From an optimization exercise on the open Yosys and OpenROAD flow, aimed at small area, a short achievable clock period and few clock cycles per item; shortcuts taken in it are not production practice.
Only simulation tests tie the RTL to the original design; equivalence was not proved.

## flow/design.v (module list and top-level ports; edited modules follow where they fit)
// module pixcorr: 199 lines
// module pc_dsub: 202 lines
// module pc_gsub: 202 lines
// module pc_iy: 538 lines
// module pc_ig: 467 lines
// module pc_mul: 850 lines
// module pc_add18: 200 lines
module pixcorr (
    input  wire        clk,
    input  wire        rst,
    input  wire        in_valid,
    input  wire        in_last,
    input  wire [15:0] in_data,
    input  wire        in_sat,
    input  wire        in_defpix,
    input  wire        in_uncorr,
    input  wire [15:0] dark_a,
    input  wire [15:0] gain_a,
    input  wire [15:0] dark_b,
    input  wire [15:0] gain_b,
    input  wire [7:0]  weight,
    output reg         out_valid,
    output reg         out_last,
    output reg  [15:0] out_data,
    output reg         out_sat,
    output reg         out_defpix,
    output reg         out_interp
);
  // ...
==> flow/flow/run.sh <==
#!/bin/bash
# The standard layout with two changes:
#  - after synthesis, flow/fixpol.py removes the inverters that Yosys's
#    full-adder extraction leaves around full adders (flipping adders and
#    swapping simple gates for their complements instead);
#  - the port buffers are buf_2 cells instead of the resizer's default.
# Each tool's output goes to a log file of its own in this folder.
set -euo pipefail
R=$PWD/orfs/results/$FLOW_PLATFORM/pixcorr/base
LIB=$FLOW_HOME/platforms/$FLOW_PLATFORM/lib/sky130_fd_sc_hd__tt_025C_1v80.lib
EXTRA=(BUFFER_PORTS_ARGS="-buffer_cell sky130_fd_sc_hd__buf_2")
bash standard.sh "${EXTRA[@]}" "$R/1_2_yosys.v" > synth.log 2>&1
cp "$R/1_2_yosys.v" yosys_netlist.v
python3 flow/fixpol.py "$LIB" yosys_netlist.v "$R/1_2_yosys.v" > fixpol.log 2>&1
bash standard.sh "${EXTRA[@]}" > layout.log 2>&1
==> flow/flow/fixpol.py <==
#!/usr/bin/env python3
"""Polarity clean-up of a Yosys gate-level netlist for sky130hd.

Yosys's full-adder extraction leaves many inverters between full adders and
their neighbours. A full adder is self-dual, fa(~a,~b,~c) = ~fa(a,b,c), so
each one may be flipped (inputs and outputs complemented), and a simple gate
may be swapped for its complement (and2 <-> nand2, ...). This script removes
every inverter that does not drive a port, chooses flips and swaps by local
search to minimise the area of the inverters it then has to put back plus the
area change of the swapped gates, and writes the netlist again. Registers and
every other cell are kept as they are.

usage: fixpol.py LIB IN.v OUT.v
"""

import re
import sys

P = "sky130_fd_sc_hd__"
OUT_PINS = {"X", "Y", "Q", "Q_N", "SUM", "COUT", "HI", "LO"}
PAIRS = [
    ("and2_1", "X", "nand2_1", "Y"), ("or2_1", "X", "nor2_1", "Y"),
    ("xor2_1", "X", "xnor2_1", "Y"), ("and3_1", "X", "nand3_1", "Y"),
    ("or3_1", "X", "nor3_1", "Y"), ("and4_1", "X", "nand4_1", "Y"),
    ("or4_1", "X", "nor4_1", "Y"), ("a21o_1", "X", "a21oi_1", "Y"),
    ("o21a_1", "X", "o21ai_0", "Y"), ("a22o_1", "X", "a22oi_1", "Y"),
    ("o22a_1", "X", "o22ai_1", "Y"), ("a211o_1", "X", "a211oi_1", "Y"),
    ("o211a_1", "X", "o211ai_1", "Y"), ("a31o_1", "X", "a31oi_1", "Y"),
    ("o31a_1", "X", "o31ai_1", "Y"), ("a32o_1", "X", "a32oi_1", "Y"),
    ("a2bb2o_1", "X", "a2bb2oi_1", "Y"), ("o2bb2a_1", "X", "o2bb2ai_1", "Y"),
    ("xnor3_1", "X", "xor3_1", "X"),
]
COMP = {}
for a, pa, b, pb in PAIRS:
    COMP[P + a] = (P + b, pa, pb)
    COMP[P + b] = (P + a, pb, pa)
INV = re.compile(r"^sky130_fd_sc_hd__(clk)?inv_\d+$")


def lib_areas(path):
    areas = {}
    cell = None
    for line in open(path):
        m = re.match(r"\s*cell\s*\(\s*\"?([\w]+)\"?\s*\)", line)
        if m:
            cell = m.group(1)
            continue
        m = re.match(r"\s*area\s*:\s*([0-9.]+)", line)
        if m and cell and cell not in areas:
            areas[cell] = float(m.group(1))
    return areas


def main():
    lib, src, dst = sys.argv[1:4]
    areas = lib_areas(lib)
    a_inv = areas[P + "inv_1"]
    text = open(src).read()
    mstart = text.index("module ")
    header_end = text.index(");", mstart) + 2
    header = text[mstart:header_end]
    body = text[header_end:text.rindex("endmodule")]

    outputs = set()
    for m in re.finditer(r"^\s*output\s+(\[[^\]]+\]\s*)?([^;]+);", body, re.M):
        rng, names = m.group(1), m.group(2)
        for nm in names.split(","):
            nm = nm.strip()
            if rng:
                hi, lo = [int(x) for x in rng.strip()[1:-1].split(":")]
                for i in range(min(hi, lo), max(hi, lo) + 1):
                    outputs.add("%s[%d]" % (nm, i))
            else:
                outputs.add(nm)

    decl_lines = []
    insts = []
    pos = 0
    inst_re = re.compile(r"^\s*(sky130_fd_sc_hd__\w+)\s+(\S+)\s*\((.*?)\);\s*$", re.M | re.S)
    first_inst = None
    for m in inst_re.finditer(body):
        if first_inst is None:
            first_inst = m.start()
        conns = {}
        for pm in re.finditer(r"\.(\w+)\(([^()]*)\)", m.group(3)):
            conns[pm.group(1)] = pm.group(2).strip()
        insts.append([m.group(1), m.group(2), conns])
    decls = body[:first_inst]
    rest = body[first_inst:]
    # anything but instances after the first instance would be lost
    leftover = inst_re.sub("", rest).strip()
    if leftover:
        raise SystemExit("unexpected netlist text: %r" % leftover[:200])

    driver = {}
    for k, (cell, name, conns) in enumerate(insts):
        for pin, net in conns.items():
            if pin in OUT_PINS:
                driver[net] = (k, pin)

    removable = set()
    for k, (cell, name, conns) in enumerate(insts):
        if INV.match(cell) and conns["Y"] not in outputs:
            removable.add(k)

    lit_cache = {}

    def lit(net):
        if net in lit_cache:
            return lit_cache[net]
        d = driver.get(net)
        if d is not None and d[0] in removable:
            r, p = lit(insts[d[0]][2]["A"])
            res = (r, p ^ 1)
        else:
            res = (net, 0)
        lit_cache[net] = res
        return res

    # variables: FA flips and gate swaps; root -> variable
    fa_ids = [k for k, (c, n, cc) in enumerate(insts) if c == P + "fa_1" and k not in removable]
    var_of_root = {}
    var_cost = {}
    var_roots = {}
    for k in fa_ids:
        conns = insts[k][2]
        rs = [conns["SUM"], conns["COUT"]]
        if any(r in outputs for r in rs):
            continue
        v = ("fa", k)
        for r in rs:
            var_of_root[r] = v
        var_cost[v] = 0.0
        var_roots[v] = rs
    for k, (cell, name, conns) in enumerate(insts):
        if cell in COMP and k not in removable:
            comp, pin, _ = COMP[cell]
            r = conns.get(pin)
            if r is None or r in outputs or comp not in areas:
                continue
            v = ("g", k)
            var_of_root[r] = v
            var_cost[v] = areas[comp] - areas[cell]
            var_roots[v] = [r]

    # demands: root -> list of (pol, var or None)
    demands = {}
    fa_inputs = {}
    for k, (cell, name, conns) in enumerate(insts):
        if k in removable:
            continue
        is_fa = ("fa", k) in var_cost
        for pin, net in conns.items():
            if pin in OUT_PINS:
                continue
            r, p = lit(net)
            demands.setdefault(r, []).append((p, ("fa", k) if is_fa else None))
    for net in outputs:
        r, p = lit(net)
        if (r, p) != (net, 0):
            raise SystemExit("output %s behind a removable inverter" % net)

    val = {v: 0 for v in var_cost}
    var_demand_roots = {}
    for r, ds in demands.items():
        for p, v in ds:
            if v is not None:
                var_demand_roots.setdefault(v, set()).add(r)

    def root_cost(r):
        ds = demands.get(r)
        if not ds:
            return 0.0
        v = var_of_root.get(r)
        pr = val[v] if v is not None else 0
        for p, dv in ds:
            q = p ^ (val[dv] if dv is not None else 0)
            if q != pr:
                return a_inv
        return 0.0

    def affected(v):
        s = set(var_roots.get(v, []))
        s |= var_demand_roots.get(v, set())
        return s

    def total():
        c = sum(root_cost(r) for r in demands)
        c += sum(var_cost[v] for v in val if val[v])
        return c

    start = total()
    order = sorted(val)

    def greedy():
        for it in range(30):
            improved = 0
            for v in order:
                rs = affected(v)
                before = sum(root_cost(r) for r in rs) + (var_cost[v] if val[v] else 0)
                val[v] ^= 1
                after = sum(root_cost(r) for r in rs) + (var_cost[v] if val[v] else 0)
                if after < before - 1e-9:
                    improved += 1
                else:
                    val[v] ^= 1
            if not improved:
                break

    greedy()
    # simulated annealing from the greedy result, keeping the best state
    import math
    import random
    rnd = random.Random(1)
    cur = total()
    best, best_val = cur, dict(val)
    aff = {v: list(affected(v)) for v in order}
    moves = 40 * len(order) + 1
    for step in range(moves):
        temp = 4.0 * (0.002 / 4.0) ** (step / moves)
        v = order[rnd.randrange(len(order))]
        rs = aff[v]
        before = sum(root_cost(r) for r in rs) + (var_cost[v] if val[v] else 0)
        val[v] ^= 1
        after = sum(root_cost(r) for r in rs) + (var_cost[v] if val[v] else 0)
        d = after - before
        if d <= 0 or rnd.random() < math.exp(-d / temp):
            cur += d
            if cur < best - 1e-9:
                best, best_val = cur, dict(val)
        else:
            val[v] ^= 1
    val.update(best_val)
    greedy()
    end = total()

    # rewrite
    new_wires = []
    inv_of = {}
    out_insts = []
    ninv = [0]

    def phys(r, q):
        v = var_of_root.get(r)
        pr = val[v] if v is not None else 0
        if q == pr:
            return r
        if r not in inv_of:
            ninv[0] += 1
            w = "fxn_%d" % ninv[0]
            new_wires.append(w)
            inv_of[r] = w
            out_insts.append([P + "inv_1", "fxinv_%d" % ninv[0], {"A": r, "Y": w}])
        return inv_of[r]

    kept = []
    for k, (cell, name, conns) in enumerate(insts):
        if k in removable:
            continue
        flip = 0
        if ("fa", k) in val:
            flip = val[("fa", k)]
        newconns = {}
        for pin, net in conns.items():
            if pin in OUT_PINS:
                newconns[pin] = net
                continue
            r, p = lit(net)
            newconns[pin] = phys(r, p ^ flip)
        if ("g", k) in val and val[("g", k)]:
            comp, pin, cpin = COMP[cell]
            newconns[cpin] = newconns.pop(pin)
            cell = comp
        kept.append([cell, name, newconns])

    lines = [text[:mstart], header, decls]
    for w in new_wires:
        lines.append("  wire %s;\n" % w)
    for cell, name, conns in kept + out_insts:
        cs = ",\n".join("    .%s(%s)" % (p, n if not n.startswith("\\") else n + " ") for p, n in conns.items())
        lines.append("  %s %s (\n%s\n  );\n" % (cell, name, cs))
    lines.append("endmodule\n")
    open(dst, "w").write("".join(lines))
    sys.stderr.write("fixpol: %d inverters removed, %d added; %d fa flipped, %d gates swapped; "
                     "area %.1f -> %.1f (inverters + swaps)\n" % (
                         len(removable), ninv[0],
                         sum(1 for v in val if v[0] == "fa" and val[v]),
                         sum(1 for v in val if v[0] == "g" and val[v]),
                         start + 0, end))


if __name__ == "__main__":
    main()
==> flow/standard.sh <==
#!/bin/bash
# synth_recipe.tcl (not shown) runs the flow's synth.tcl, then flattens the netlist and writes it again
# the make line also repeats each setting of config.mk as NAME=value (left out here)
make -C /OpenROAD-flow-scripts/flow DESIGN_CONFIG=/design/flow/config.mk WORK_HOME=/design/flow/orfs CLKGATE_MAP_FILE= SYNTH_SCRIPT=/design/flow/synth_recipe.tcl "${@:-finish}"
==> flow/config.mk <==
export PLATFORM = sky130hd
export DESIGN_NAME = pixcorr
export DESIGN_NICKNAME = pixcorr
export VERILOG_FILES = /design/flow/design.v
export SDC_FILE = /design/flow/constraint.sdc
export NUM_CORES = 4
export LEC_CHECK = 0
export CAP_MARGIN = 20
export CORE_MARGIN = 2
export CORE_UTILIZATION = 40
export SLEW_MARGIN = 20
==> flow/constraint.sdc <==
create_clock -name core_clock -period 34.0 [get_ports {clk}]
set_input_delay 6.8000 -clock core_clock [delete_from_list [all_inputs] [get_ports {clk}]]
set_output_delay 6.8000 -clock core_clock [all_outputs]
set_load 0.01 [all_outputs]
==> load_flow_metrics.sql, run 1 <==
INSERT INTO impl_metrics (metric_group, metric, value, unit) VALUES
('outcome', 'outcome', 'finished clean', ''),
('routing', 'drc', '0', ''),
('finish', 'largest_register_ffs', '18', ''),
('routing', 'drtIter0Drc', '911', ''),
('critical_path', 'regToRegSetupSlack', '25.69', 'ns'),
('logic_synthesis', 'mappedNetlistNets', '3283', ''),
('grt', 'groute.usage.overall', '18.8', '%'),
('sta', 'fin_worst_skew', '0.0409', 'ns'),
('sta', 'maxClockFrequency', '0.120', 'GHz'),
('finish', 'fin_util', '44.3', '%'),
('floorplanning', 'io_pins', '116', ''),
('critical_path', 'cp_num_cells', '33', ''),
('routing', 'route.top_layer_used', 'met4', ''),
('finish', 'non_clock_buffer_area_share', '2.59', '%'),
('routing', 'routedLengthMet1', '26.3', 'mm'),
('grt', 'grt-ovfl-total', '0', ''),
('critical_path', 'endpoint', 'r1_y[17]', ''),
('grt', 'globalRouteMet2Util', '33.0', '%'),
('routing', 'route.vias.total', '17900', ''),
('placement', 'dpl_cell_area', '0.0271', 'mm²'),
('sta', 'postLayoutSetupSlackWorst', '25.69', 'ns'),
('min_path', 'timing.hold.worst.class', 'flop to flop', ''),
('clocking', 'source_to_sink_clock_delay_at_the_later_pin_of_the_worst_skew_pair', '0.58', 'ns'),
('critical_path', 'critPathMostFrequentCell', 'sky130_fd_sc_hd__fa_1', '');
Testbench counts, summed over its fixed seeds: cycles 105,949, pixels 105,901.
==> inputs of run 2 (changes only) <==
--- a/flow/design.v
+++ b/flow/design.v
@@ -1028,116 +1028,246 @@
     wire t417 = (t328 & t371) | (t328 & t370) | (t371 & t370);
     wire t418 = x[15] ^ t372;
     wire t419 = x[15] & t372;
-    wire t420 = t373 ^ t32 ^ t15;
-    wire t421 = (t373 & t32) | (t373 & t15) | (t32 & t15);
-    wire t422 = t16 ^ t374 ^ t421;
-    wire t423 = (t16 & t374) | (t16 & t421) | (t374 & t421);
-    wire t424 = t375 ^ t376 ^ t423;
-    wire t425 = (t375 & t376) | (t375 & t423) | (t376 & t423);
-    wire t426 = t377 ^ t378 ^ t425;
-    wire t427 = (t377 & t378) | (t377 & t425) | (t378 & t425);
-    wire t428 = t379 ^ t380 ^ t427;
-    wire t429 = (t379 & t380) | (t379 & t427) | (t380 & t427);
-    wire t430 = t381 ^ t382 ^ t429;
-    wire t431 = (t381 & t382) | (t381 & t429) | (t382 & t429);
-    wire t432 = t383 ^ t384 ^ t431;
-    wire t433 = (t383 & t384) | (t383 & t431) | (t384 & t431);
-    wire t434 = t385 ^ t386;
-    wire t435 = t385 & t386;
-    wire t436 = ~(t385 ^ t386);
-    wire t437 = t385 | t386;
-    wire t438 = t387 ^ t388 ^ t435;
-    wire t439 = (t387 & t388) | (t387 & t435) | (t388 & t435);
-    wire t440 = t387 ^ t388 ^ t437;
-    wire t441 = (t387 & t388) | (t387 & t437) | (t388 & t437);
-    wire t442 = t389 ^ t390 ^ t439;
-    wire t443 = (t389 & t390) | (t389 & t439) | (t390 & t439);
-    wire t444 = t389 ^ t390 ^ t441;
-    wire t445 = (t389 & t390) | (t389 & t441) | (t390 & t441);
-    wire t446 = t391 ^ t392 ^ t443;
-    wire t447 = (t391 & t392) | (t391 & t443) | (t392 & t443);
-    wire t448 = t391 ^ t392 ^ t445;
-    wire t449 = (t391 & t392) | (t391 & t445) | (t392 & t445);
-    wire t450 = t433 ? t436 : t434;
-    wire t451 = t433 ? t440 : t438;
-    wire t452 = t433 ? t444 : t442;
-    wire t453 = t433 ? t448 : t446;
-    wire t454 = t433 ? t449 : t447;
-    wire t455 = t393 ^ t394;
-    wire t456 = t393 & t394;
-    wire t457 = ~(t393 ^ t394);
-    wire t458 = t393 | t394;
-    wire t459 = t395 ^ t396 ^ t456;
-    wire t460 = (t395 & t396) | (t395 & t456) | (t396 & t456);
-    wire t461 = t395 ^ t396 ^ t458;
-    wire t462 = (t395 & t396) | (t395 & t458) | (t396 & t458);
-    wire t463 = t397 ^ t398 ^ t460;
-    wire t464 = (t397 & t398) | (t397 & t460) | (t398 & t460);
-    wire t465 = t397 ^ t398 ^ t462;
-    wire t466 = (t397 & t398) | (t397 & t462) | (t398 & t462);
-    wire t467 = t399 ^ t400 ^ t464;
-    wire t468 = (t399 & t400) | (t399 & t464) | (t400 & t464);
-    wire t469 = t399 ^ t400 ^ t466;
-    wire t470 = (t399 & t400) | (t399 & t466) | (t400 & t466);
-    wire t471 = t454 ? t457 : t455;
-    wire t472 = t454 ? t461 : t459;
-    wire t473 = t454 ? t465 : t463;
-    wire t474 = t454 ? t469 : t467;
-    wire t475 = t454 ? t470 : t468;
-    wire t476 = t401 ^ t402;
-    wire t477 = t401 & t402;
-    wire t478 = ~(t401 ^ t402);
-    wire t479 = t401 | t402;
-    wire t480 = t403 ^ t404 ^ t477;
-    wire t481 = (t403 & t404) | (t403 & t477) | (t404 & t477);
-    wire t482 = t403 ^ t404 ^ t479;
-    wire t483 = (t403 & t404) | (t403 & t479) | (t404 & t479);
-    wire t484 = t405 ^ t406 ^ t481;
-    wire t485 = (t405 & t406) | (t405 & t481) | (t406 & t481);
-    wire t486 = t405 ^ t406 ^ t483;
-    wire t487 = (t405 & t406) | (t405 & t483) | (t406 & t483);
-    wire t488 = t407 ^ t408 ^ t485;
-    wire t489 = (t407 & t408) | (t407 & t485) | (t408 & t485);
-    wire t490 = t407 ^ t408 ^ t487;
-    wire t491 = (t407 & t408) | (t407 & t487) | (t408 & t487);
-    wire t492 = t475 ? t478 : t476;
-    wire t493 = t475 ? t482 : t480;
-    wire t494 = t475 ? t486 : t484;
-    wire t495 = t475 ? t490 : t488;
-    wire t496 = t475 ? t491 : t489;
-    wire t497 = t409 ^ t410;
-    wire t498 = t409 & t410;
-    wire t499 = ~(t409 ^ t410);
-    wire t500 = t409 | t410;
-    wire t501 = t411 ^ t412 ^ t498;
-    wire t502 = (t411 & t412) | (t411 & t498) | (t412 & t498);
-    wire t503 = t411 ^ t412 ^ t500;
-    wire t504 = (t411 & t412) | (t411 & t500) | (t412 & t500);
-    wire t505 = t413 ^ t414 ^ t502;
-    wire t506 = (t413 & t414) | (t413 & t502) | (t414 & t502);
-    wire t507 = t413 ^ t414 ^ t504;
-    wire t508 = (t413 & t414) | (t413 & t504) | (t414 & t504);
-    wire t509 = t415 ^ t416 ^ t506;
-    wire t510 = (t415 & t416) | (t415 & t506) | (t416 & t506);
-    wire t511 = t415 ^ t416 ^ t508;
-    wire t512 = (t415 & t416) | (t415 & t508) | (t416 & t508);
-    wire t513 = t496 ? t499 : t497;
-    wire t514 = t496 ? t503 : t501;
-    wire t515 = t496 ? t507 : t505;
-    wire t516 = t496 ? t511 : t509;
-    wire t517 = t496 ? t512 : t510;
-    wire t518 = t417 ^ t418;
-    wire t519 = t417 & t418;
-    wire t520 = ~(t417 ^ t418);
-    wire t521 = t417 | t418;
-    wire t522 = ~(t419 ^ t519);
-    wire t523 = t419 | t519;
-    wire t524 = ~(t419 ^ t521);
-    wire t525 = t419 | t521;
-    wire t526 = t517 ? t520 : t518;
-    wire t527 = t517 ? t524 : t522;
-    wire t528 = t517 ? t525 : t523;
-    assign y = {t527, t526, t516, t515, t514, t513, t495, t494, t493, t492, t474, t473, t472, t471, t453, t452, t451, t450};
+    wire t420 = ~t15;
+    wire t421 = t373 ^ t32;
+    wire t422 = t373 & t32;
+    wire t423 = t16 ^ t374;
+    wire t424 = t16 & t374;
+    wire t425 = t375 ^ t376;
+    wire t426 = t375 & t376;
+    wire t427 = t377 ^ t378;
+    wire t428 = t377 & t378;
+    wire t429 = t379 ^ t380;
+    wire t430 = t379 & t380;
+    wire t431 = t381 ^ t382;
+    wire t432 = t381 & t382;
+    wire t433 = t383 ^ t384;
+    wire t434 = t383 & t384;
+    wire t435 = t385 ^ t386;
+    wire t436 = t385 & t386;
+    wire t437 = t387 ^ t388;
+    wire t438 = t387 & t388;
+    wire t439 = t389 ^ t390;
+    wire t440 = t389 & t390;
+    wire t441 = t391 ^ t392;
+    wire t442 = t391 & t392;
+    wire t443 = t393 ^ t394;
+    wire t444 = t393 & t394;
+    wire t445 = t395 ^ t396;
+    wire t446 = t395 & t396;
+    wire t447 = t397 ^ t398;
+    wire t448 = t397 & t398;
+    wire t449 = t399 ^ t400;
+    wire t450 = t399 & t400;
+    wire t451 = t401 ^ t402;
+    wire t452 = t401 & t402;
+    wire t453 = t403 ^ t404;
+    wire t454 = t403 & t404;
+    wire t455 = t405 ^ t406;
+    wire t456 = t405 & t406;
+    wire t457 = t407 ^ t408;
+    wire t458 = t407 & t408;
+    wire t459 = t409 ^ t410;
+    wire t460 = t409 & t410;
+    wire t461 = t411 ^ t412;
+    wire t462 = t411 & t412;
+    wire t463 = t413 ^ t414;
+    wire t464 = t413 & t414;
+    wire t465 = t415 ^ t416;
+    wire t466 = t415 & t416;
+    wire t467 = t417 ^ t418;
+    wire t468 = t417 & t418;
+    wire t469 = ~t419;
+    wire t470 = t421 & t15;
+    wire t471 = t422 | t470;
+    wire t472 = t421 & t420;
+    wire t473 = t425 & t424;
+    wire t474 = t426 | t473;
+    wire t475 = t425 & t423;
+    wire t476 = t429 & t428;
+    wire t477 = t430 | t476;
+    wire t478 = t429 & t427;
+    wire t479 = t433 & t432;
+    wire t480 = t434 | t479;
+    wire t481 = t433 & t431;
+    wire t482 = t437 & t436;
+    wire t483 = t438 | t482;
+    wire t484 = t437 & t435;
+    wire t485 = t441 & t440;
+    wire t486 = t442 | t485;
+    wire t487 = t441 & t439;
+    wire t488 = t445 & t444;
+    wire t489 = t446 | t488;
+    wire t490 = t445 & t443;
+    wire t491 = t449 & t448;
+    wire t492 = t450 | t491;
+    wire t493 = t449 & t447;
+    wire t494 = t453 & t452;
+    wire t495 = t454 | t494;
+    wire t496 = t453 & t451;
+    wire t497 = t457 & t456;
+    wire t498 = t458 | t497;
+    wire t499 = t457 & t455;
+    wire t500 = t461 & t460;
+    wire t501 = t462 | t500;
+    wire t502 = t461 & t459;
+    wire t503 = t465 & t464;
+    wire t504 = t466 | t503;
+    wire t505 = t465 & t463;
+    wire t506 = t469 & t468;
+    wire t507 = t419 | t506;
+    wire t508 = t469 & t467;
+    wire t509 = t423 & t471;
+    wire t510 = t424 | t509;
+    wire t511 = t423 & t472;
+    wire t512 = t475 & t471;
+    wire t513 = t474 | t512;
+    wire t514 = t475 & t472;
+    wire t515 = t431 & t477;
+    wire t516 = t432 | t515;
+    wire t517 = t431 & t478;
+    wire t518 = t481 & t477;
+    wire t519 = t480 | t518;
+    wire t520 = t481 & t478;
+    wire t521 = t439 & t483;
+    wire t522 = t440 | t521;
+    wire t523 = t439 & t484;
+    wire t524 = t487 & t483;
+    wire t525 = t486 | t524;
+    wire t526 = t487 & t484;
+    wire t527 = t447 & t489;
+    wire t528 = t448 | t527;
+    wire t529 = t447 & t490;
+    wire t530 = t493 & t489;
+    wire t531 = t492 | t530;
+    wire t532 = t493 & t490;
+    wire t533 = t455 & t495;
+    wire t534 = t456 | t533;
+    wire t535 = t455 & t496;
+    wire t536 = t499 & t495;
+    wire t537 = t498 | t536;
+    wire t538 = t499 & t496;
+    wire t539 = t463 & t501;
+    wire t540 = t464 | t539;
+    wire t541 = t463 & t502;
+    wire t542 = t505 & t501;
+    wire t543 = t504 | t542;
+    wire t544 = t505 & t502;
+    wire t545 = t427 & t513;
+    wire t546 = t428 | t545;
+    wire t547 = t427 & t514;
+    wire t548 = t478 & t513;
+    wire t549 = t477 | t548;
+    wire t550 = t478 & t514;
+    wire t551 = t517 & t513;
+    wire t552 = t516 | t551;
+    wire t553 = t517 & t514;
+    wire t554 = t520 & t513;
+    wire t555 = t519 | t554;
+    wire t556 = t520 & t514;
+    wire t557 = t443 & t525;
+    wire t558 = t444 | t557;
+    wire t559 = t443 & t526;
+    wire t560 = t490 & t525;
+    wire t561 = t489 | t560;
+    wire t562 = t490 & t526;
+    wire t563 = t529 & t525;
+    wire t564 = t528 | t563;
+    wire t565 = t529 & t526;
+    wire t566 = t532 & t525;
+    wire t567 = t531 | t566;
+    wire t568 = t532 & t526;
+    wire t569 = t459 & t537;
+    wire t570 = t460 | t569;
+    wire t571 = t459 & t538;
+    wire t572 = t502 & t537;
+    wire t573 = t501 | t572;
+    wire t574 = t502 & t538;
+    wire t575 = t541 & t537;
+    wire t576 = t540 | t575;
+    wire t577 = t541 & t538;
+    wire t578 = t544 & t537;
+    wire t579 = t543 | t578;
+    wire t580 = t544 & t538;
+    wire t581 = t435 & t555;
+    wire t582 = t436 | t581;
+    wire t583 = t435 & t556;
+    wire t584 = t484 & t555;
+    wire t585 = t483 | t584;
+    wire t586 = t484 & t556;
+    wire t587 = t523 & t555;
+    wire t588 = t522 | t587;
+    wire t589 = t523 & t556;
+    wire t590 = t526 & t555;
+    wire t591 = t525 | t590;
+    wire t592 = t526 & t556;
+    wire t593 = t559 & t555;
+    wire t594 = t558 | t593;
+    wire t595 = t559 & t556;
+    wire t596 = t562 & t555;
+    wire t597 = t561 | t596;
+    wire t598 = t562 & t556;
+    wire t599 = t565 & t555;
+    wire t600 = t564 | t599;
+    wire t601 = t565 & t556;
+    wire t602 = t568 & t555;
+    wire t603 = t567 | t602;
+    wire t604 = t568 & t556;
+    wire t605 = t467 & t579;
+    wire t606 = t468 | t605;
+    wire t607 = t467 & t580;
+    wire t608 = t508 & t579;
+    wire t609 = t507 | t608;
+    wire t610 = t508 & t580;
+    wire t611 = t451 & t603;
+    wire t612 = t452 | t611;
+    wire t613 = t451 & t604;
+    wire t614 = t496 & t603;
+    wire t615 = t495 | t614;
+    wire t616 = t496 & t604;
+    wire t617 = t535 & t603;
+    wire t618 = t534 | t617;
+    wire t619 = t535 & t604;
+    wire t620 = t538 & t603;
+    wire t621 = t537 | t620;
+    wire t622 = t538 & t604;
+    wire t623 = t571 & t603;
+    wire t624 = t570 | t623;
+    wire t625 = t571 & t604;
+    wire t626 = t574 & t603;
+    wire t627 = t573 | t626;
+    wire t628 = t574 & t604;
+    wire t629 = t577 & t603;
+    wire t630 = t576 | t629;
+    wire t631 = t577 & t604;
+    wire t632 = t580 & t603;
+    wire t633 = t579 | t632;
+    wire t634 = t580 & t604;
+    wire t635 = t607 & t603;
+    wire t636 = t606 | t635;
+    wire t637 = t607 & t604;
+    wire t638 = t610 & t603;
+    wire t639 = t609 | t638;
+    wire t640 = t610 & t604;
+    wire t641 = t435 ^ t555;
+    wire t642 = t437 ^ t582;
+    wire t643 = t439 ^ t585;
+    wire t644 = t441 ^ t588;
+    wire t645 = t443 ^ t591;
+    wire t646 = t445 ^ t594;
+    wire t647 = t447 ^ t597;
+    wire t648 = t449 ^ t600;
+    wire t649 = t451 ^ t603;
+    wire t650 = t453 ^ t612;
+    wire t651 = t455 ^ t615;
+    wire t652 = t457 ^ t618;
+    wire t653 = t459 ^ t621;
+    wire t654 = t461 ^ t624;
+    wire t655 = t463 ^ t627;
+    wire t656 = t465 ^ t630;
+    wire t657 = t467 ^ t633;
+    wire t658 = t469 ^ t636;
+    assign y = {t658, t657, t656, t655, t654, t653, t652, t651, t650, t649, t648, t647, t646, t645, t644, t643, t642, t641};
 endmodule
 module pc_ig (
     input wire [15:0] ga,
@@ -1508,103 +1638,221 @@
     wire t360 = (ga[15] & t135) | (ga[15] & t316) | (t135 & t316);
     wire t361 = t1 ^ t17;
     wire t362 = t1 & t17;
-    wire t363 = t317 ^ t34 ^ t362;
-    wire t364 = (t317 & t34) | (t317 & t362) | (t34 & t362);
-    wire t365 = t318 ^ t319 ^ t364;
-    wire t366 = (t318 & t319) | (t318 & t364) | (t319 & t364);
-    wire t367 = t320 ^ t321 ^ t366;
-    wire t368 = (t320 & t321) | (t320 & t366) | (t321 & t366);
-    wire t369 = t322 ^ t323 ^ t368;
-    wire t370 = (t322 & t323) | (t322 & t368) | (t323 & t368);
-    wire t371 = t324 ^ t325 ^ t370;
-    wire t372 = (t324 & t325) | (t324 & t370) | (t325 & t370);
-    wire t373 = t326 ^ t327 ^ t372;
-    wire t374 = (t326 & t327) | (t326 & t372) | (t327 & t372);
+    wire t363 = t317 ^ t34;
+    wire t364 = t317 & t34;
+    wire t365 = t318 ^ t319;
+    wire t366 = t318 & t319;
+    wire t367 = t320 ^ t321;
+    wire t368 = t320 & t321;
+    wire t369 = t322 ^ t323;
+    wire t370 = t322 & t323;
+    wire t371 = t324 ^ t325;
+    wire t372 = t324 & t325;
+    wire t373 = t326 ^ t327;
+    wire t374 = t326 & t327;
     wire t375 = t328 ^ t329;
     wire t376 = t328 & t329;
-    wire t377 = ~(t328 ^ t329);
-    wire t378 = t328 | t329;
-    wire t379 = t330 ^ t331 ^ t376;
-    wire t380 = (t330 & t331) | (t330 & t376) | (t331 & t376);
-    wire t381 = t330 ^ t331 ^ t378;
-    wire t382 = (t330 & t331) | (t330 & t378) | (t331 & t378);
-    wire t383 = t332 ^ t333 ^ t380;
-    wire t384 = (t332 & t333) | (t332 & t380) | (t333 & t380);
-    wire t385 = t332 ^ t333 ^ t382;
-    wire t386 = (t332 & t333) | (t332 & t382) | (t333 & t382);
-    wire t387 = t334 ^ t335 ^ t384;
-    wire t388 = (t334 & t335) | (t334 & t384) | (t335 & t384);
-    wire t389 = t334 ^ t335 ^ t386;
-    wire t390 = (t334 & t335) | (t334 & t386) | (t335 & t386);
-    wire t391 = t374 ? t377 : t375;
-    wire t392 = t374 ? t381 : t379;
-    wire t393 = t374 ? t385 : t383;
-    wire t394 = t374 ? t389 : t387;
-    wire t395 = t374 ? t390 : t388;
-    wire t396 = t336 ^ t337;
-    wire t397 = t336 & t337;
-    wire t398 = ~(t336 ^ t337);
-    wire t399 = t336 | t337;
-    wire t400 = t338 ^ t339 ^ t397;
-    wire t401 = (t338 & t339) | (t338 & t397) | (t339 & t397);
-    wire t402 = t338 ^ t339 ^ t399;
-    wire t403 = (t338 & t339) | (t338 & t399) | (t339 & t399);
-    wire t404 = t340 ^ t341 ^ t401;
-    wire t405 = (t340 & t341) | (t340 & t401) | (t341 & t401);
-    wire t406 = t340 ^ t341 ^ t403;
-    wire t407 = (t340 & t341) | (t340 & t403) | (t341 & t403);
-    wire t408 = t342 ^ t343 ^ t405;
-    wire t409 = (t342 & t343) | (t342 & t405) | (t343 & t405);
-    wire t410 = t342 ^ t343 ^ t407;
-    wire t411 = (t342 & t343) | (t342 & t407) | (t343 & t407);
-    wire t412 = t395 ? t398 : t396;
-    wire t413 = t395 ? t402 : t400;
-    wire t414 = t395 ? t406 : t404;
-    wire t415 = t395 ? t410 : t408;
-    wire t416 = t395 ? t411 : t409;
-    wire t417 = t344 ^ t345;
-    wire t418 = t344 & t345;
-    wire t419 = ~(t344 ^ t345);
-    wire t420 = t344 | t345;
-    wire t421 = t346 ^ t347 ^ t418;
-    wire t422 = (t346 & t347) | (t346 & t418) | (t347 & t418);
-    wire t423 = t346 ^ t347 ^ t420;
-    wire t424 = (t346 & t347) | (t346 & t420) | (t347 & t420);
-    wire t425 = t348 ^ t349 ^ t422;
-    wire t426 = (t348 & t349) | (t348 & t422) | (t349 & t422);
-    wire t427 = t348 ^ t349 ^ t424;
-    wire t428 = (t348 & t349) | (t348 & t424) | (t349 & t424);
-    wire t429 = t350 ^ t351 ^ t426;
-    wire t430 = (t350 & t351) | (t350 & t426) | (t351 & t426);
-    wire t431 = t350 ^ t351 ^ t428;
-    wire t432 = (t350 & t351) | (t350 & t428) | (t351 & t428);
-    wire t433 = t416 ? t419 : t417;
-    wire t434 = t416 ? t423 : t421;
-    wire t435 = t416 ? t427 : t425;
-    wire t436 = t416 ? t431 : t429;
-    wire t437 = t416 ? t432 : t430;
-    wire t438 = t352 ^ t353;
-    wire t439 = t352 & t353;
-    wire t440 = ~(t352 ^ t353);
-    wire t441 = t352 | t353;
-    wire t442 = t354 ^ t355 ^ t439;
-    wire t443 = (t354 & t355) | (t354 & t439) | (t355 & t439);
-    wire t444 = t354 ^ t355 ^ t441;
-    wire t445 = (t354 & t355) | (t354 & t441) | (t355 & t441);
-    wire t446 = t356 ^ t357 ^ t443;
-    wire t447 = (t356 & t357) | (t356 & t443) | (t357 & t443);
-    wire t448 = t356 ^ t357 ^ t445;
-    wire t449 = (t356 & t357) | (t356 & t445) | (t357 & t445);
-    wire t450 = t358 ^ t359 ^ t447;
-    wire t451 = (t358 & t359) | (t358 & t447) | (t359 & t447);
-    wire t452 = t358 ^ t359 ^ t449;
-    wire t453 = (t358 & t359) | (t358 & t449) | (t359 & t449);
-    wire t454 = t437 ? t440 : t438;
-    wire t455 = t437 ? t444 : t442;
-    wire t456 = t437 ? t448 : t446;
-    wire t457 = t437 ? t452 : t450;
-    wire t458 = t437 ? t453 : t451;
-    assign g = {t457, t456, t455, t454, t436, t435, t434, t433, t415, t414, t413, t412, t394, t393, t392, t391};
+    wire t377 = t330 ^ t331;
+    wire t378 = t330 & t331;
+    wire t379 = t332 ^ t333;
+    wire t380 = t332 & t333;
+    wire t381 = t334 ^ t335;
+    wire t382 = t334 & t335;
+    wire t383 = t336 ^ t337;
+    wire t384 = t336 & t337;
+    wire t385 = t338 ^ t339;
+    wire t386 = t338 & t339;
+    wire t387 = t340 ^ t341;
+    wire t388 = t340 & t341;
+    wire t389 = t342 ^ t343;
+    wire t390 = t342 & t343;
+    wire t391 = t344 ^ t345;
+    wire t392 = t344 & t345;
+    wire t393 = t346 ^ t347;
+    wire t394 = t346 & t347;
+    wire t395 = t348 ^ t349;
+    wire t396 = t348 & t349;
+    wire t397 = t350 ^ t351;
+    wire t398 = t350 & t351;
+    wire t399 = t352 ^ t353;
+    wire t400 = t352 & t353;
+    wire t401 = t354 ^ t355;
+    wire t402 = t354 & t355;
+    wire t403 = t356 ^ t357;
+    wire t404 = t356 & t357;
+    wire t405 = t358 ^ t359;
+    wire t406 = t358 & t359;
+    wire t407 = t361 & t0;
+    wire t408 = t365 & t364;
+    wire t409 = t366 | t408;
+    wire t410 = t365 & t363;
+    wire t411 = t369 & t368;
+    wire t412 = t370 | t411;
+    wire t413 = t369 & t367;
+    wire t414 = t373 & t372;
+    wire t415 = t374 | t414;
+    wire t416 = t373 & t371;
+    wire t417 = t377 & t376;
+    wire t418 = t378 | t417;
+    wire t419 = t377 & t375;
+    wire t420 = t381 & t380;
+    wire t421 = t382 | t420;
+    wire t422 = t381 & t379;
+    wire t423 = t385 & t384;
+    wire t424 = t386 | t423;
+    wire t425 = t385 & t383;
+    wire t426 = t389 & t388;
+    wire t427 = t390 | t426;
+    wire t428 = t389 & t387;
+    wire t429 = t393 & t392;
+    wire t430 = t394 | t429;
+    wire t431 = t393 & t391;
+    wire t432 = t397 & t396;
+    wire t433 = t398 | t432;
+    wire t434 = t397 & t395;
+    wire t435 = t401 & t400;
+    wire t436 = t402 | t435;
+    wire t437 = t401 & t399;
+    wire t438 = t405 & t404;
+    wire t439 = t406 | t438;
+    wire t440 = t405 & t403;
+    wire t441 = t363 & t362;
+    wire t442 = t364 | t441;
+    wire t443 = t363 & t407;
+    wire t444 = t410 & t362;
+    wire t445 = t409 | t444;
+    wire t446 = t410 & t407;
+    wire t447 = t371 & t412;
+    wire t448 = t372 | t447;
+    wire t449 = t371 & t413;
+    wire t450 = t416 & t412;
+    wire t451 = t415 | t450;
+    wire t452 = t416 & t413;
+    wire t453 = t379 & t418;
+    wire t454 = t380 | t453;
+    wire t455 = t379 & t419;
+    wire t456 = t422 & t418;
+    wire t457 = t421 | t456;
+    wire t458 = t422 & t419;
+    wire t459 = t387 & t424;
+    wire t460 = t388 | t459;
+    wire t461 = t387 & t425;
+    wire t462 = t428 & t424;
+    wire t463 = t427 | t462;
+    wire t464 = t428 & t425;
+    wire t465 = t395 & t430;
+    wire t466 = t396 | t465;
+    wire t467 = t395 & t431;
+    wire t468 = t434 & t430;
+    wire t469 = t433 | t468;
+    wire t470 = t434 & t431;
+    wire t471 = t403 & t436;
+    wire t472 = t404 | t471;
+    wire t473 = t403 & t437;
+    wire t474 = t440 & t436;
+    wire t475 = t439 | t474;
+    wire t476 = t440 & t437;
+    wire t477 = t367 & t445;
+    wire t478 = t368 | t477;
+    wire t479 = t367 & t446;
+    wire t480 = t413 & t445;
+    wire t481 = t412 | t480;
+    wire t482 = t413 & t446;
+    wire t483 = t449 & t445;
+    wire t484 = t448 | t483;
+    wire t485 = t449 & t446;
+    wire t486 = t452 & t445;
+    wire t487 = t451 | t486;
+    wire t488 = t452 & t446;
+    wire t489 = t383 & t457;
+    wire t490 = t384 | t489;
+    wire t491 = t383 & t458;
+    wire t492 = t425 & t457;
+    wire t493 = t424 | t492;
+    wire t494 = t425 & t458;
+    wire t495 = t461 & t457;
+    wire t496 = t460 | t495;
+    wire t497 = t461 & t458;
+    wire t498 = t464 & t457;
+    wire t499 = t463 | t498;
+    wire t500 = t464 & t458;
+    wire t501 = t399 & t469;
+    wire t502 = t400 | t501;
+    wire t503 = t399 & t470;
+    wire t504 = t437 & t469;
+    wire t505 = t436 | t504;
+    wire t506 = t437 & t470;
+    wire t507 = t473 & t469;
+    wire t508 = t472 | t507;
+    wire t509 = t473 & t470;
+    wire t510 = t476 & t469;
+    wire t511 = t475 | t510;
+    wire t512 = t476 & t470;
+    wire t513 = t375 & t487;
+    wire t514 = t376 | t513;
+    wire t515 = t375 & t488;
+    wire t516 = t419 & t487;
+    wire t517 = t418 | t516;
+    wire t518 = t419 & t488;
+    wire t519 = t455 & t487;
+    wire t520 = t454 | t519;
+    wire t521 = t455 & t488;
+    wire t522 = t458 & t487;
+    wire t523 = t457 | t522;
+    wire t524 = t458 & t488;
+    wire t525 = t491 & t487;
+    wire t526 = t490 | t525;
+    wire t527 = t491 & t488;
+    wire t528 = t494 & t487;
+    wire t529 = t493 | t528;
+    wire t530 = t494 & t488;
+    wire t531 = t497 & t487;
+    wire t532 = t496 | t531;
+    wire t533 = t497 & t488;
+    wire t534 = t500 & t487;
+    wire t535 = t499 | t534;
+    wire t536 = t500 & t488;
+    wire t537 = t391 & t535;
+    wire t538 = t392 | t537;
+    wire t539 = t391 & t536;
+    wire t540 = t431 & t535;
+    wire t541 = t430 | t540;
+    wire t542 = t431 & t536;
+    wire t543 = t467 & t535;
+    wire t544 = t466 | t543;
+    wire t545 = t467 & t536;
+    wire t546 = t470 & t535;
+    wire t547 = t469 | t546;
+    wire t548 = t470 & t536;
+    wire t549 = t503 & t535;
+    wire t550 = t502 | t549;
+    wire t551 = t503 & t536;
+    wire t552 = t506 & t535;
+    wire t553 = t505 | t552;
+    wire t554 = t506 & t536;
+    wire t555 = t509 & t535;
+    wire t556 = t508 | t555;
+    wire t557 = t509 & t536;
+    wire t558 = t512 & t535;
+    wire t559 = t511 | t558;
+    wire t560 = t512 & t536;
+    wire t561 = t375 ^ t487;
+    wire t562 = t377 ^ t514;
+    wire t563 = t379 ^ t517;
+    wire t564 = t381 ^ t520;
+    wire t565 = t383 ^ t523;
+    wire t566 = t385 ^ t526;
+    wire t567 = t387 ^ t529;
+    wire t568 = t389 ^ t532;
+    wire t569 = t391 ^ t535;
+    wire t570 = t393 ^ t538;
+    wire t571 = t395 ^ t541;
+    wire t572 = t397 ^ t544;
+    wire t573 = t399 ^ t547;
+    wire t574 = t401 ^ t550;
+    wire t575 = t403 ^ t553;
+    wire t576 = t405 ^ t556;
+    assign g = {t576, t575, t574, t573, t572, t571, t570, t569, t568, t567, t566, t565, t564, t563, t562, t561};
 endmodule
 module pc_mul (
     input wire [16:0] y,
@@ -2334,127 +2582,324 @@
     wire t719 = (t254 & t270) | (t254 & t661) | (t270 & t661);
     wire t720 = t1 ^ t17;
     wire t721 = t1 & t17;
-    wire t722 = t662 ^ t34 ^ t721;
-    wire t723 = (t662 & t34) | (t662 & t721) | (t34 & t721);
-    wire t724 = t663 ^ t664 ^ t723;
-    wire t725 = (t663 & t664) | (t663 & t723) | (t664 & t723);
-    wire t726 = t665 ^ t666 ^ t725;
-    wire t727 = (t665 & t666) | (t665 & t725) | (t666 & t725);
-    wire t728 = t667 ^ t668 ^ t727;
-    wire t729 = (t667 & t668) | (t667 & t727) | (t668 & t727);
-    wire t730 = t669 ^ t670 ^ t729;
-    wire t731 = (t669 & t670) | (t669 & t729) | (t670 & t729);
-    wire t732 = t671 ^ t672 ^ t731;
-    wire t733 = (t671 & t672) | (t671 & t731) | (t672 & t731);
-    wire t734 = t673 ^ t674 ^ t733;
-    wire t735 = (t673 & t674) | (t673 & t733) | (t674 & t733);
-    wire t736 = t675 ^ t676 ^ t735;
-    wire t737 = (t675 & t676) | (t675 & t735) | (t676 & t735);
-    wire t738 = t677 ^ t678 ^ t737;
-    wire t739 = (t677 & t678) | (t677 & t737) | (t678 & t737);
-    wire t740 = t679 ^ t680 ^ t739;
-    wire t741 = (t679 & t680) | (t679 & t739) | (t680 & t739);
-    wire t742 = t681 ^ t682 ^ t741;
-    wire t743 = (t681 & t682) | (t681 & t741) | (t682 & t741);
-    wire t744 = t683 ^ t684 ^ t743;
-    wire t745 = (t683 & t684) | (t683 & t743) | (t684 & t743);
+    wire t722 = t662 ^ t34;
+    wire t723 = t662 & t34;
+    wire t724 = t663 ^ t664;
+    wire t725 = t663 & t664;
+    wire t726 = t665 ^ t666;
+    wire t727 = t665 & t666;
+    wire t728 = t667 ^ t668;
+    wire t729 = t667 & t668;
+    wire t730 = t669 ^ t670;
+    wire t731 = t669 & t670;
+    wire t732 = t671 ^ t672;
+    wire t733 = t671 & t672;
+    wire t734 = t673 ^ t674;
+    wire t735 = t673 & t674;
+    wire t736 = t675 ^ t676;
+    wire t737 = t675 & t676;
+    wire t738 = t677 ^ t678;
+    wire t739 = t677 & t678;
+    wire t740 = t679 ^ t680;
+    wire t741 = t679 & t680;
+    wire t742 = t681 ^ t682;
+    wire t743 = t681 & t682;
+    wire t744 = t683 ^ t684;
+    wire t745 = t683 & t684;
     wire t746 = t685 ^ t686;
     wire t747 = t685 & t686;
-    wire t748 = ~(t685 ^ t686);
-    wire t749 = t685 | t686;
-    wire t750 = t687 ^ t688 ^ t747;
-    wire t751 = (t687 & t688) | (t687 & t747) | (t688 & t747);
-    wire t752 = t687 ^ t688 ^ t749;
-    wire t753 = (t687 & t688) | (t687 & t749) | (t688 & t749);
-    wire t754 = t689 ^ t690 ^ t751;
-    wire t755 = (t689 & t690) | (t689 & t751) | (t690 & t751);
-    wire t756 = t689 ^ t690 ^ t753;
-    wire t757 = (t689 & t690) | (t689 & t753) | (t690 & t753);
-    wire t758 = t691 ^ t692 ^ t755;
-    wire t759 = (t691 & t692) | (t691 & t755) | (t692 & t755);
-    wire t760 = t691 ^ t692 ^ t757;
-    wire t761 = (t691 & t692) | (t691 & t757) | (t692 & t757);
-    wire t762 = t745 ? t748 : t746;
-    wire t763 = t745 ? t752 : t750;
-    wire t764 = t745 ? t756 : t754;
-    wire t765 = t745 ? t760 : t758;
-    wire t766 = t745 ? t761 : t759;
-    wire t767 = t693 ^ t694;
-    wire t768 = t693 & t694;
-    wire t769 = ~(t693 ^ t694);
-    wire t770 = t693 | t694;
-    wire t771 = t695 ^ t696 ^ t768;
-    wire t772 = (t695 & t696) | (t695 & t768) | (t696 & t768);
-    wire t773 = t695 ^ t696 ^ t770;
-    wire t774 = (t695 & t696) | (t695 & t770) | (t696 & t770);
-    wire t775 = t697 ^ t698 ^ t772;
-    wire t776 = (t697 & t698) | (t697 & t772) | (t698 & t772);
-    wire t777 = t697 ^ t698 ^ t774;
-    wire t778 = (t697 & t698) | (t697 & t774) | (t698 & t774);
-    wire t779 = t699 ^ t700 ^ t776;
-    wire t780 = (t699 & t700) | (t699 & t776) | (t700 & t776);
-    wire t781 = t699 ^ t700 ^ t778;
-    wire t782 = (t699 & t700) | (t699 & t778) | (t700 & t778);
-    wire t783 = t766 ? t769 : t767;
-    wire t784 = t766 ? t773 : t771;
-    wire t785 = t766 ? t777 : t775;
-    wire t786 = t766 ? t781 : t779;
-    wire t787 = t766 ? t782 : t780;
-    wire t788 = t701 ^ t702;
-    wire t789 = t701 & t702;
-    wire t790 = ~(t701 ^ t702);
-    wire t791 = t701 | t702;
-    wire t792 = t703 ^ t704 ^ t789;
-    wire t793 = (t703 & t704) | (t703 & t789) | (t704 & t789);
-    wire t794 = t703 ^ t704 ^ t791;
-    wire t795 = (t703 & t704) | (t703 & t791) | (t704 & t791);
-    wire t796 = t705 ^ t706 ^ t793;
-    wire t797 = (t705 & t706) | (t705 & t793) | (t706 & t793);
-    wire t798 = t705 ^ t706 ^ t795;
-    wire t799 = (t705 & t706) | (t705 & t795) | (t706 & t795);
-    wire t800 = t707 ^ t708 ^ t797;
-    wire t801 = (t707 & t708) | (t707 & t797) | (t708 & t797);
-    wire t802 = t707 ^ t708 ^ t799;
-    wire t803 = (t707 & t708) | (t707 & t799) | (t708 & t799);
-    wire t804 = t787 ? t790 : t788;
-    wire t805 = t787 ? t794 : t792;
-    wire t806 = t787 ? t798 : t796;
-    wire t807 = t787 ? t802 : t800;
-    wire t808 = t787 ? t803 : t801;
-    wire t809 = t709 ^ t710;
-    wire t810 = t709 & t710;
-    wire t811 = ~(t709 ^ t710);
-    wire t812 = t709 | t710;
-    wire t813 = t711 ^ t712 ^ t810;
-    wire t814 = (t711 & t712) | (t711 & t810) | (t712 & t810);
-    wire t815 = t711 ^ t712 ^ t812;
-    wire t816 = (t711 & t712) | (t711 & t812) | (t712 & t812);
-    wire t817 = t713 ^ t714 ^ t814;
-    wire t818 = (t713 & t714) | (t713 & t814) | (t714 & t814);
-    wire t819 = t713 ^ t714 ^ t816;
-    wire t820 = (t713 & t714) | (t713 & t816) | (t714 & t816);
-    wire t821 = t715 ^ t716 ^ t818;
-    wire t822 = (t715 & t716) | (t715 & t818) | (t716 & t818);
-    wire t823 = t715 ^ t716 ^ t820;
-    wire t824 = (t715 & t716) | (t715 & t820) | (t716 & t820);
-    wire t825 = t808 ? t811 : t809;
-    wire t826 = t808 ? t815 : t813;
-    wire t827 = t808 ? t819 : t817;
-    wire t828 = t808 ? t823 : t821;
-    wire t829 = t808 ? t824 : t822;
-    wire t830 = t717 ^ t718;
-    wire t831 = t717 & t718;
-    wire t832 = ~(t717 ^ t718);
-    wire t833 = t717 | t718;
-    wire t834 = t719 ^ t271 ^ t831;
-    wire t835 = (t719 & t271) | (t719 & t831) | (t271 & t831);
-    wire t836 = t719 ^ t271 ^ t833;
-    wire t837 = (t719 & t271) | (t719 & t833) | (t271 & t833);
-    wire t838 = t829 ? t832 : t830;
-    wire t839 = t829 ? t836 : t834;
-    wire t840 = t829 ? t837 : t835;
-    assign z = {t828, t827, t826, t825, t807, t806, t805, t804, t786, t785, t784, t783, t765, t764, t763, t762};
-    assign ovf = t838 | t839 | t840;
+    wire t748 = t687 ^ t688;
+    wire t749 = t687 & t688;
+    wire t750 = t689 ^ t690;
+    wire t751 = t689 & t690;
+    wire t752 = t691 ^ t692;
+    wire t753 = t691 & t692;
+    wire t754 = t693 ^ t694;
+    wire t755 = t693 & t694;
+    wire t756 = t695 ^ t696;
+    wire t757 = t695 & t696;
+    wire t758 = t697 ^ t698;
+    wire t759 = t697 & t698;
+    wire t760 = t699 ^ t700;
+    wire t761 = t699 & t700;
+    wire t762 = t701 ^ t702;
+    wire t763 = t701 & t702;
+    wire t764 = t703 ^ t704;
+    wire t765 = t703 & t704;
+    wire t766 = t705 ^ t706;
+    wire t767 = t705 & t706;
+    wire t768 = t707 ^ t708;
+    wire t769 = t707 & t708;
+    wire t770 = t709 ^ t710;
+    wire t771 = t709 & t710;
+    wire t772 = t711 ^ t712;
+    wire t773 = t711 & t712;
+    wire t774 = t713 ^ t714;
+    wire t775 = t713 & t714;
+    wire t776 = t715 ^ t716;
+    wire t777 = t715 & t716;
+    wire t778 = t717 ^ t718;
+    wire t779 = t717 & t718;
+    wire t780 = t719 ^ t271;
+    wire t781 = t719 & t271;
+    wire t782 = t720 & t0;
+    wire t783 = t724 & t723;
+    wire t784 = t725 | t783;
+    wire t785 = t724 & t722;
+    wire t786 = t728 & t727;
+    wire t787 = t729 | t786;
+    wire t788 = t728 & t726;
+    wire t789 = t732 & t731;
+    wire t790 = t733 | t789;
+    wire t791 = t732 & t730;
+    wire t792 = t736 & t735;
+    wire t793 = t737 | t792;
+    wire t794 = t736 & t734;
+    wire t795 = t740 & t739;
+    wire t796 = t741 | t795;
+    wire t797 = t740 & t738;
+    wire t798 = t744 & t743;
+    wire t799 = t745 | t798;
+    wire t800 = t744 & t742;
+    wire t801 = t748 & t747;
+    wire t802 = t749 | t801;
+    wire t803 = t748 & t746;
+    wire t804 = t752 & t751;
+    wire t805 = t753 | t804;
+    wire t806 = t752 & t750;
+    wire t807 = t756 & t755;
+    wire t808 = t757 | t807;
+    wire t809 = t756 & t754;
+    wire t810 = t760 & t759;
+    wire t811 = t761 | t810;
+    wire t812 = t760 & t758;
+    wire t813 = t764 & t763;
+    wire t814 = t765 | t813;
+    wire t815 = t764 & t762;
+    wire t816 = t768 & t767;
+    wire t817 = t769 | t816;
+    wire t818 = t768 & t766;
+    wire t819 = t772 & t771;
+    wire t820 = t773 | t819;
+    wire t821 = t772 & t770;
+    wire t822 = t776 & t775;
+    wire t823 = t777 | t822;
+    wire t824 = t776 & t774;
+    wire t825 = t780 & t779;
+    wire t826 = t781 | t825;
+    wire t827 = t780 & t778;
+    wire t828 = t722 & t721;
+    wire t829 = t723 | t828;
+    wire t830 = t722 & t782;
+    wire t831 = t785 & t721;
+    wire t832 = t784 | t831;
+    wire t833 = t785 & t782;
+    wire t834 = t730 & t787;
+    wire t835 = t731 | t834;
+    wire t836 = t730 & t788;
+    wire t837 = t791 & t787;
+    wire t838 = t790 | t837;
+    wire t839 = t791 & t788;
+    wire t840 = t738 & t793;
+    wire t841 = t739 | t840;
+    wire t842 = t738 & t794;
+    wire t843 = t797 & t793;
+    wire t844 = t796 | t843;
+    wire t845 = t797 & t794;
+    wire t846 = t746 & t799;
+    wire t847 = t747 | t846;
+    wire t848 = t746 & t800;
+    wire t849 = t803 & t799;
+    wire t850 = t802 | t849;
+    wire t851 = t803 & t800;
+    wire t852 = t754 & t805;
+    wire t853 = t755 | t852;
+    wire t854 = t754 & t806;
+    wire t855 = t809 & t805;
+    wire t856 = t808 | t855;
+    wire t857 = t809 & t806;
+    wire t858 = t762 & t811;
+    wire t859 = t763 | t858;
+    wire t860 = t762 & t812;
+    wire t861 = t815 & t811;
+    wire t862 = t814 | t861;
+    wire t863 = t815 & t812;
+    wire t864 = t770 & t817;
+    wire t865 = t771 | t864;
+    wire t866 = t770 & t818;
+    wire t867 = t821 & t817;
+    wire t868 = t820 | t867;
+    wire t869 = t821 & t818;
+    wire t870 = t778 & t823;
+    wire t871 = t779 | t870;
+    wire t872 = t778 & t824;
+    wire t873 = t827 & t823;
+    wire t874 = t826 | t873;
+    wire t875 = t827 & t824;
+    wire t876 = t726 & t832;
+    wire t877 = t727 | t876;
+    wire t878 = t726 & t833;
+    wire t879 = t788 & t832;
+    wire t880 = t787 | t879;
+    wire t881 = t788 & t833;
+    wire t882 = t836 & t832;
+    wire t883 = t835 | t882;
+    wire t884 = t836 & t833;
+    wire t885 = t839 & t832;
+    wire t886 = t838 | t885;
+    wire t887 = t839 & t833;
+    wire t888 = t742 & t844;
+    wire t889 = t743 | t888;
+    wire t890 = t742 & t845;
+    wire t891 = t800 & t844;
+    wire t892 = t799 | t891;
+    wire t893 = t800 & t845;
+    wire t894 = t848 & t844;
+    wire t895 = t847 | t894;
+    wire t896 = t848 & t845;
+    wire t897 = t851 & t844;
+    wire t898 = t850 | t897;
+    wire t899 = t851 & t845;
+    wire t900 = t758 & t856;
+    wire t901 = t759 | t900;
+    wire t902 = t758 & t857;
+    wire t903 = t812 & t856;
+    wire t904 = t811 | t903;
+    wire t905 = t812 & t857;
+    wire t906 = t860 & t856;
+    wire t907 = t859 | t906;
+    wire t908 = t860 & t857;
+    wire t909 = t863 & t856;
+    wire t910 = t862 | t909;
+    wire t911 = t863 & t857;
+    wire t912 = t774 & t868;
+    wire t913 = t775 | t912;
+    wire t914 = t774 & t869;
+    wire t915 = t824 & t868;
+    wire t916 = t823 | t915;
+    wire t917 = t824 & t869;
+    wire t918 = t872 & t868;
+    wire t919 = t871 | t918;
+    wire t920 = t872 & t869;
+    wire t921 = t875 & t868;
+    wire t922 = t874 | t921;
+    wire t923 = t875 & t869;
+    wire t924 = t734 & t886;
+    wire t925 = t735 | t924;
+    wire t926 = t734 & t887;
+    wire t927 = t794 & t886;
+    wire t928 = t793 | t927;
+    wire t929 = t794 & t887;
+    wire t930 = t842 & t886;
+    wire t931 = t841 | t930;
+    wire t932 = t842 & t887;
+    wire t933 = t845 & t886;
+    wire t934 = t844 | t933;
+    wire t935 = t845 & t887;
+    wire t936 = t890 & t886;
+    wire t937 = t889 | t936;
+    wire t938 = t890 & t887;
+    wire t939 = t893 & t886;
+    wire t940 = t892 | t939;
+    wire t941 = t893 & t887;
+    wire t942 = t896 & t886;
+    wire t943 = t895 | t942;
+    wire t944 = t896 & t887;
+    wire t945 = t899 & t886;
+    wire t946 = t898 | t945;
+    wire t947 = t899 & t887;
+    wire t948 = t766 & t910;
+    wire t949 = t767 | t948;
+    wire t950 = t766 & t911;
+    wire t951 = t818 & t910;
+    wire t952 = t817 | t951;
+    wire t953 = t818 & t911;
+    wire t954 = t866 & t910;
+    wire t955 = t865 | t954;
+    wire t956 = t866 & t911;
+    wire t957 = t869 & t910;
+    wire t958 = t868 | t957;
+    wire t959 = t869 & t911;
+    wire t960 = t914 & t910;
+    wire t961 = t913 | t960;
+    wire t962 = t914 & t911;
+    wire t963 = t917 & t910;
+    wire t964 = t916 | t963;
+    wire t965 = t917 & t911;
+    wire t966 = t920 & t910;
+    wire t967 = t919 | t966;
+    wire t968 = t920 & t911;
+    wire t969 = t923 & t910;
+    wire t970 = t922 | t969;
+    wire t971 = t923 & t911;
+    wire t972 = t750 & t946;
+    wire t973 = t751 | t972;
+    wire t974 = t750 & t947;
+    wire t975 = t806 & t946;
+    wire t976 = t805 | t975;
+    wire t977 = t806 & t947;
+    wire t978 = t854 & t946;
+    wire t979 = t853 | t978;
+    wire t980 = t854 & t947;
+    wire t981 = t857 & t946;
+    wire t982 = t856 | t981;
+    wire t983 = t857 & t947;
+    wire t984 = t902 & t946;
+    wire t985 = t901 | t984;
+    wire t986 = t902 & t947;
+    wire t987 = t905 & t946;
+    wire t988 = t904 | t987;
+    wire t989 = t905 & t947;
+    wire t990 = t908 & t946;
+    wire t991 = t907 | t990;
+    wire t992 = t908 & t947;
+    wire t993 = t911 & t946;
+    wire t994 = t910 | t993;
+    wire t995 = t911 & t947;
+    wire t996 = t950 & t946;
+    wire t997 = t949 | t996;
+    wire t998 = t950 & t947;
+    wire t999 = t953 & t946;
+    wire t1000 = t952 | t999;
+    wire t1001 = t953 & t947;
+    wire t1002 = t956 & t946;
+    wire t1003 = t955 | t1002;
+    wire t1004 = t956 & t947;
+    wire t1005 = t959 & t946;
+    wire t1006 = t958 | t1005;
+    wire t1007 = t959 & t947;
+    wire t1008 = t962 & t946;
+    wire t1009 = t961 | t1008;
+    wire t1010 = t962 & t947;
+    wire t1011 = t965 & t946;
+    wire t1012 = t964 | t1011;
+    wire t1013 = t965 & t947;
+    wire t1014 = t968 & t946;
+    wire t1015 = t967 | t1014;
+    wire t1016 = t968 & t947;
+    wire t1017 = t971 & t946;
+    wire t1018 = t970 | t1017;
+    wire t1019 = t971 & t947;
+    wire t1020 = t746 ^ t940;
+    wire t1021 = t748 ^ t943;
+    wire t1022 = t750 ^ t946;
+    wire t1023 = t752 ^ t973;
+    wire t1024 = t754 ^ t976;
+    wire t1025 = t756 ^ t979;
+    wire t1026 = t758 ^ t982;
+    wire t1027 = t760 ^ t985;
+    wire t1028 = t762 ^ t988;
+    wire t1029 = t764 ^ t991;
+    wire t1030 = t766 ^ t994;
+    wire t1031 = t768 ^ t997;
+    wire t1032 = t770 ^ t1000;
+    wire t1033 = t772 ^ t1003;
+    wire t1034 = t774 ^ t1006;
+    wire t1035 = t776 ^ t1009;
+    wire t1036 = t778 ^ t1012;
+    wire t1037 = t780 ^ t1015;
+    assign z = {t1035, t1034, t1033, t1032, t1031, t1030, t1029, t1028, t1027, t1026, t1025, t1024, t1023, t1022, t1021, t1020};
+    assign ovf = t1036 | t1037 | t1018;
 endmodule
 module pc_add18 (
     input wire [17:0] a,
--- a/flow/config.mk
+++ b/flow/config.mk
@@ -8,4 +8,5 @@
 export CAP_MARGIN = 20
 export CORE_MARGIN = 2
 export CORE_UTILIZATION = 40
+export CTS_BUF_LIST = sky130_fd_sc_hd__clkbuf_4 sky130_fd_sc_hd__clkbuf_8
 export SLEW_MARGIN = 20
==> load_flow_metrics.sql, run 2 <==
INSERT INTO impl_metrics (metric_group, metric, value, unit) VALUES
('critical_path', 'setup.worst_path.end_class', 'output port', ''),
('routing', 'route.antenna.remaining_nets', '0', ''),
('clocking', 'tritoncts', 'done', ''),
('clocking', 'post_cts.repair.setup_buffers', '0', ''),
('critical_path', 'critical_path_required', '27.20', 'ns'),
('placement', 'dpl_cell_area', '0.0264', 'mm²'),
('outcome', 'outcome', 'finished clean', ''),
('grt', 'groute.usage.overall', '19.2', '%'),
('finish', 'layout-drive-gt1-share', '10.2', '%'),
('clocking', 'source_to_sink_clock_delay_at_the_later_pin_of_the_worst_skew_pair', '0.62', 'ns'),
('sta', 'maxClockFrequency', '0.127', 'GHz'),
('finish', 'ff_latch_area', '0.00457', 'mm²'),
('floorplanning', 'io_pins', '116', ''),
('finish', 'multi_input_comb_area', '0.0192', 'mm²'),
('sta', 'fin_worst_skew', '0.0309', 'ns'),
('logic_synthesis', 'mappedNetlistNets', '3175', ''),
('sta', 'post-route-period-util', '23.1', '%'),
('clocking', 'cts.clk_slew.worst_paths', '0.06', 'ns'),
('logic_synthesis', 'synthCells', '2406', ''),
('sta', 'final_number_of_hold_violating_endpoints', '0', ''),
('routing', 'drc', '0', ''),
('critical_path', 'crit_path_cell_trace', 'buf_2', ''),
('placement', 'placement.io_buffers', '115', ''),
('min_path', 'timing.hold.worst.class', 'flop to flop', ''),
('grt', 'grt-ovfl-total', '0', ''),
('placement', 'dp.final_hpwl', '45.3', 'mm'),
('routing', 'wire_per_inst', '17.5', 'µm'),
('critical_path', 'worst_ep_arrival_time', '1.04', 'ns'),
('finish', 'largest_register_ffs', '18', ''),
('grt', 'grt_pass1_vias', '19300', ''),
('sta', 'setup-tns-final', '0', 'ns'),
('logic_synthesis', 'synthesis.yosys.warnings', '3', ''),
('routing', 'drtIter0Drc', '1003', ''),
('routing', 'route.vias.total', '17300', '');
run 2: area by class of cell:
type,count,share of cell area (%)
Antenna cell,1,0.00918
Multi-Input combinational cell,1859,70.4
Clock inverter,16,0.592
Timing Repair Buffer,128,2.47
Inverter,244,3.36
Clock buffer,55,2.57
Sequential cell,220,16.8
Tap cell,837,3.84
run 2: path summary, 6_finish.rpt:
check | endpoint | slack, ns | cells after the start | start
worst min-delay path | r1_fsat | 0.33 | 0 | r0_sat
worst min register to register | r1_fsat | 0.33 | 0 | r0_sat
worst max-delay path | out_data[15] | 26.16 | 1 | out_data[15]
worst max register to register | r1_g[15] | 26.38 | 25 | r0_ga[1]
run 2: metal layers:
metal  up-vias  wire [µm]  global-route usage [%]
met1      8840      26500                    25.3
met3        68       2630                    2.85
met4         0       1050                    4.84
met2       363      28700                    33.1
li1       8004          -                       -
met5         -          0                       0
run 2: stage by stage:
step / setup WS (ns) / instances / hold slack, ns / utilization, %
floorplan: 26.81 / 2406 / 0.310 / -
global placement: 26.62 / 3288 / 0.313 / 42.8
detailed placement: 26.44 / 3288 / 0.312 / 42.8
CTS: 26.08 / 3359 / 0.326 / 44.2
global route: 25.85 / 3360 / 0.333 / 44.2
finish: 26.16 / 3360 / 0.326 / 44.2
Testbench counts of run 2, summed over its fixed seeds: cycles 105,949, pixels 105,901.

[separate check: timing with driven ports]
No port has a modelled driver above. Below, the same layouts with a new extraction and two added sets of constraints. Step 1, drivers: a clkbuf_16 drives clk and a buf_2 each remaining input, both assumed. Step 2, shift: input delay + t, output delay - t, t = (earliest + latest rising clock arrival at the registers) / 2. This alone moves slack from input paths to output paths. Slacks: ideal ports / drivers / drivers and shift; pairs: ideal ports / drivers.
| run | t, ns | setup slack, ns | worst data-port slew with drivers (ns) |
|---|---|---|---|
| run 1 | 0.615 | 25.686 / 25.686 / 25.686 | 0.04 |
| run 2 | 0.659 | 26.156 / 26.097 / 26.384 | 0.04 |
After both steps setup and hold are still met in every run listed.
